This design comes from an exercise in tuning for small area and a short achievable clock period on the open sky130 flow, not from production work.
The RTL was checked by simulation tests, not by an equivalence proof against the original design.

== alpha ==
// fpfma
module fpfma (
    input  wire        clk,
    input  wire [2:0]  op,
    input  wire [31:0] a,
    input  wire [31:0] b,
    input  wire [31:0] c,
    output reg  [31:0] result,
    output reg  [4:0]  flags
);
==> flow/config.mk <==
export PLATFORM = sky130hd
export DESIGN_NAME = fpfma
export DESIGN_NICKNAME = fpfma
export VERILOG_FILES = /design/flow/design.v
export SDC_FILE = /design/flow/constraint.sdc
export NUM_CORES = 4
export LEC_CHECK = 0
export ABC_AREA = 0
export CAP_MARGIN = 20
export CORE_MARGIN = 2
export CORE_UTILIZATION = 60
export SETUP_SLACK_MARGIN = 5
export SLEW_MARGIN = 20
==> flow/constraint.sdc <==
create_clock -name core_clock -period 26.0 [get_ports {clk}]
set_input_delay 5.2000 -clock core_clock [delete_from_list [all_inputs] [get_ports {clk}]]
set_output_delay 5.2000 -clock core_clock [all_outputs]
set_load 0.01 [all_outputs]
run.sh (not shown) runs the stock make flow with config.mk's settings and CLKGATE_MAP_FILE= SYNTH_SCRIPT=/design/flow/synth_recipe.tcl, a recipe that flattens the netlist after the stock synthesis.
Relative to alpha, the following input files were edited for beta:
- SETUP_SLACK_MARGIN no longer set, was 5
- ABC_AREA now 1, was 0
==> flow/flow/run.sh (new file) <==
#!/bin/bash
# The standard layout (the standard.sh: its synthesis, floorplan, power
# grid and constraints unchanged) with two changes to how it optimises:
#  - repair_timing is asked to keep a larger setup margin, so that it sizes
#    up the datapath beyond what the 26 ns clock asks for;
#  - every input and output port still gets its own buffer, but a buf_4
#    instead of the delay buffer buffer_ports picks by default.
# The whole make output goes to standard_flow.log.
set -o pipefail
bash standard.sh "BUFFER_PORTS_ARGS=-buffer_cell sky130_fd_sc_hd__buf_4" SETUP_SLACK_MARGIN=9 finish > standard_flow.log 2>&1
==> flow/standard.sh (new file) <==
#!/bin/bash
# synth_recipe.tcl (not shown) runs the flow's synth.tcl, then flattens the netlist and writes it again
# the make line also repeats each setting of config.mk as NAME=value (left out here)
make -C /OpenROAD-flow-scripts/flow DESIGN_CONFIG=/design/flow/config.mk WORK_HOME=/design/flow/orfs CLKGATE_MAP_FILE= SYNTH_SCRIPT=/design/flow/synth_recipe.tcl "${@:-finish}"
removed: flow/run.sh
[summary]
beta against alpha: global-route usage over all layers down 1.9 points; routed wire length has decreased; layout multi-input combinational cell count increased 264.
--- input diff beta..gamma ---
==> flow/flow/run.sh <==
#!/bin/bash
# The standard layout (the standard.sh, unchanged synthesis and
# constraints), with repair_timing asked to keep a larger setup margin so
# that it sizes up the datapath further than the 26 ns clock asks for.
set -o pipefail
bash standard.sh SETUP_SLACK_MARGIN=8 finish > standard_flow.log 2>&1
==> results.txt <==
- Layout net count came out lower on gamma than on beta.
- For gamma, the top routing layer in use was met5, unlike beta, where it was met4.
- STATUS worst hold slack after final layout: gamma wins against beta
- Global-route usage is lower on gamma
- Diff beta -> gamma: post-detailed-routing wire length moved down; worst-case setup margin in the final layout moved down; global routing met2 resource utilization moved down; hold path depth moved up.
- Compared with beta, gamma instantiates a smaller number of standard cells.
- Against beta, gamma comes in 0.18 points lower on fraction of standard cell area in multi-input logic.
- The end of the critical path comes out result[10] in one run and result[25] in the other, namely in beta and gamma respectively.
- In the final reports, the cell area of gamma is smaller than that of beta.

* * *

fpfma, a different RTL version from the one above (not shown whole).
Size in the first run: ~4600 cells after synthesis, roughly 140 I/O pins, about 0.030 mm^2 of cells after synthesis.
Settings: LEC_CHECK=0, ABC_AREA=1, CAP_MARGIN=20, CORE_MARGIN=2, CORE_UTILIZATION=55, SLEW_MARGIN=20; clock period 26.0 ns.
standard.sh (not shown) runs the stock make flow with config.mk's settings and CLKGATE_MAP_FILE= SYNTH_SCRIPT=/design/flow/synth_recipe.tcl, a recipe that flattens the netlist after the stock synthesis.
==> flow/flow/run.sh <==
#!/bin/bash
# The standard layout (the standard.sh: its synthesis, floorplan, power
# grid and constraints unchanged) with two changes to how it optimises:
#  - repair_timing is asked to keep a larger setup margin, so that it sizes
#    up the datapath beyond what the 26 ns clock asks for;
#  - every input and output port still gets its own buffer, but a buf_4
#    instead of the delay buffer buffer_ports picks by default.
# The whole make output goes to standard_flow.log.
set -o pipefail
bash standard.sh "BUFFER_PORTS_ARGS=-buffer_cell sky130_fd_sc_hd__buf_2" SETUP_SLACK_MARGIN=9 finish > standard_flow.log 2>&1
Rerun with:
--- a/flow/flow/run.sh
+++ b/flow/flow/run.sh
@@ -10 +10 @@
-bash standard.sh "BUFFER_PORTS_ARGS=-buffer_cell sky130_fd_sc_hd__buf_2" SETUP_SLACK_MARGIN=9 finish > standard_flow.log 2>&1
+bash standard.sh "BUFFER_PORTS_ARGS=-buffer_cell sky130_fd_sc_hd__buf_4" SETUP_SLACK_MARGIN=9 finish > standard_flow.log 2>&1
- CORE_UTILIZATION: 55 -> 50
The new run went through all stages and came out clean.
Clock-buffer cell count increases by 1.
Wire length grows by about 5%.
Synthesized area does not change.
Global-route usage decreases by 2.1 points.
Via count is about the same.

* * *

Starting RTL as in the previous note.
==> flow/config.mk <==
export PLATFORM = sky130hd
export DESIGN_NAME = fpfma
export DESIGN_NICKNAME = fpfma
export VERILOG_FILES = /design/flow/design.v
export SDC_FILE = /design/flow/constraint.sdc
export NUM_CORES = 4
export LEC_CHECK = 0
export ABC_AREA = 1
export CAP_MARGIN = 20
export CORE_MARGIN = 2
export CORE_UTILIZATION = 60
export SLEW_MARGIN = 20
==> flow/constraint.sdc <==
create_clock -name core_clock -period 26.0 [get_ports {clk}]
set_input_delay 5.2000 -clock core_clock [delete_from_list [all_inputs] [get_ports {clk}]]
set_output_delay 5.2000 -clock core_clock [all_outputs]
set_load 0.01 [all_outputs]
==> flow/flow/run.sh <==
#!/bin/bash
# The standard layout (the standard.sh: its synthesis, floorplan, power
# grid and constraints unchanged) with two changes to how it optimises:
#  - repair_timing is asked to keep a larger setup margin, so that it sizes
#    up the datapath beyond what the 26 ns clock asks for;
#  - every input and output port still gets its own buffer, but a buf_4
#    instead of the delay buffer buffer_ports picks by default.
# The whole make output goes to standard_flow.log.
set -o pipefail
bash standard.sh "BUFFER_PORTS_ARGS=-buffer_cell sky130_fd_sc_hd__buf_4" SETUP_SLACK_MARGIN=8.5 finish > standard_flow.log 2>&1
Next try:
--- a/flow/flow/run.sh
+++ b/flow/flow/run.sh
@@ -10 +10 @@
-bash standard.sh "BUFFER_PORTS_ARGS=-buffer_cell sky130_fd_sc_hd__buf_4" SETUP_SLACK_MARGIN=8.5 finish > standard_flow.log 2>&1
+bash standard.sh "BUFFER_PORTS_ARGS=-buffer_cell sky130_fd_sc_hd__buf_4" SETUP_SLACK_MARGIN=9 finish > standard_flow.log 2>&1
CORE_UTILIZATION = 55   (was 60)
Cell count rises by 0.60%.
Die area is higher by 8.9%.
Global-route usage decreases by 3.8 points.
Worst hold slack gets better by 31 ps.
Synthesized cell count is unchanged.
First-iteration DRC count went down by 12%.
Routed wire length went up by 1.1%.
Sequential share of layout area is about the same.

* * *

Setup of old:
Starting RTL as in the previous note.
export LEC_CHECK = 0
export ABC_AREA = 1
export CAP_MARGIN = 20
export CORE_MARGIN = 2
export CORE_UTILIZATION = 65
export SLEW_MARGIN = 20
create_clock -name core_clock -period 26.0 [get_ports {clk}]
==> flow/flow/run.sh <==
#!/bin/bash
# The standard layout (the standard.sh: its synthesis, floorplan, power
# grid and constraints unchanged) with two changes to how it optimises:
#  - repair_timing is asked to keep a larger setup margin, so that it sizes
#    up the datapath beyond what the 26 ns clock asks for;
#  - every input and output port still gets its own buffer, but a buf_4
#    instead of the delay buffer buffer_ports picks by default.
# The whole make output goes to standard_flow.log.
set -o pipefail
bash standard.sh "BUFFER_PORTS_ARGS=-buffer_cell sky130_fd_sc_hd__buf_4" SETUP_SLACK_MARGIN=9 finish > standard_flow.log 2>&1
> inputs changed (old -> new)
# old
export LEC_CHECK = 0
export ABC_AREA = 1
export CAP_MARGIN = 20
export CORE_MARGIN = 2
export CORE_UTILIZATION = 65
export SLEW_MARGIN = 20
create_clock -name core_clock -period 26.0 [get_ports {clk}]
# new
export LEC_CHECK = 0
export ABC_AREA = 1
export CAP_MARGIN = 20
export CORE_MARGIN = 2
export CORE_UTILIZATION = 60
export SLEW_MARGIN = 20
create_clock -name core_clock -period 26.0 [get_ports {clk}]
==> comparison <==
Synthesized instance count came out exactly the same in old and new.
Comparing post-layout worst setup margin for old and new, the smaller number came from old.
Between old and new, number of core rows is lower for old, new comes in above that.
In new the via count turned out 701 lower than in old.
The more densely filled core belongs to old, not new.
new completed end to end with timing, DRC and antenna clean.
There was hardly any difference in maximum frequency between old and new.

* * *

JK:
RTL: one of the versions met above, not the one the previous note started from.
Size: ~4,900 cells after synthesis.
==> flow/config.mk <==
export PLATFORM = sky130hd
export DESIGN_NAME = fpfma
export DESIGN_NICKNAME = fpfma
export VERILOG_FILES = /design/flow/design.v
export SDC_FILE = /design/flow/constraint.sdc
export NUM_CORES = 4
export LEC_CHECK = 0
export ABC_AREA = 1
export CAP_MARGIN = 20
export CORE_MARGIN = 2
export CORE_UTILIZATION = 60
export SETUP_SLACK_MARGIN = 5
export SLEW_MARGIN = 20
==> flow/constraint.sdc <==
create_clock -name core_clock -period 26.0 [get_ports {clk}]
set_input_delay 5.2000 -clock core_clock [delete_from_list [all_inputs] [get_ports {clk}]]
set_output_delay 5.2000 -clock core_clock [all_outputs]
set_load 0.01 [all_outputs]
run.sh (not shown) runs the stock make flow with config.mk's settings and CLKGATE_MAP_FILE= SYNTH_SCRIPT=/design/flow/synth_recipe.tcl, a recipe that flattens the netlist after the stock synthesis.
Stock flow here: none of the scripts above is used.
The following lists how AL was set up differently from JK:
- SETUP_SLACK_MARGIN: 5 -> unset
Results
- The fraction of the cycle the final worst path needs reported for AL is greater than that of JK by 1.9 points.
- Going from JK to AL, the maximum frequency was found to have gone down by 1.2 MHz.
- JK -> AL: final-layout clock buffer total flat
- The detailed-route wire length of JK and that of AL are within noise of each other.
- From JK to AL the numbers moved as follows: post-detailed-route wirelength per cell comparable.
- AL vs JK, final period demand of the worst path went up by 0.50 ns.

port drivers added, routing unchanged:
The results above use ideal ports. As a check the final layouts listed here were re-extracted and re-timed, cells and wires unchanged. Step 1 (the two cells are an assumption about what drives the block):
set clk [get_ports {clk}]
set_driving_cell -lib_cell sky130_fd_sc_hd__clkbuf_16 $clk
set_driving_cell -lib_cell sky130_fd_sc_hd__buf_2 [delete_from_list [all_inputs] $clk]
Step 2 times the ports against the registers' clock, not the clock port: input delays grow and output delays shrink by t, the midpoint of the rising clock arrivals with the driver on. a / b / c = ideal ports / drivers / drivers and shift; a / b = the first two.
run	shift t [ns]	setup WS [ns]	worst setup path after step 2	clock arrival spread, ns	slew at the worst register clock pin (ns)
alpha	0.306	5.573 / 5.575 / 5.269	input to register	0.004 / 0.003	0.05 / 0.05
beta	0.316	9.224 / 9.212 / 8.896	input to register	0.008 / 0.008	0.06 / 0.06
gamma	0.312	8.383 / 8.393 / 8.081	input to register	0.008 / 0.008	0.06 / 0.06
the first run of note 2	0.309	9.420 / 9.430 / 9.121	input to register	0.007 / 0.008	0.06 / 0.06
the second run of note 2	0.304	9.272 / 9.278 / 8.974	input to register	0.006 / 0.007	0.06 / 0.06
the first run of note 3	0.306	9.117 / 9.104 / 8.797	input to register	0.004 / 0.005	0.06 / 0.06
the second run of note 3	0.306	9.436 / 9.438 / 9.132	input to register	0.003 / 0.004	0.06 / 0.06
old	0.309	9.358 / 9.368 / 9.058	input to register	0.005 / 0.005	0.06 / 0.06
new	0.307	9.391 / 9.395 / 9.088	input to register	0.006 / 0.006	0.06 / 0.06
JK	0.310	5.994 / 6.004 / 5.694	input to register	0.009 / 0.008	0.06 / 0.06
AL	0.312	5.489 / 5.479 / 5.167	input to register	0.008 / 0.008	0.06 / 0.06
After both steps every run listed still meets setup and hold. For beta, which loses most, drivers alone change the setup slack by -0.012 ns; drivers and shift together by -0.328 ns.
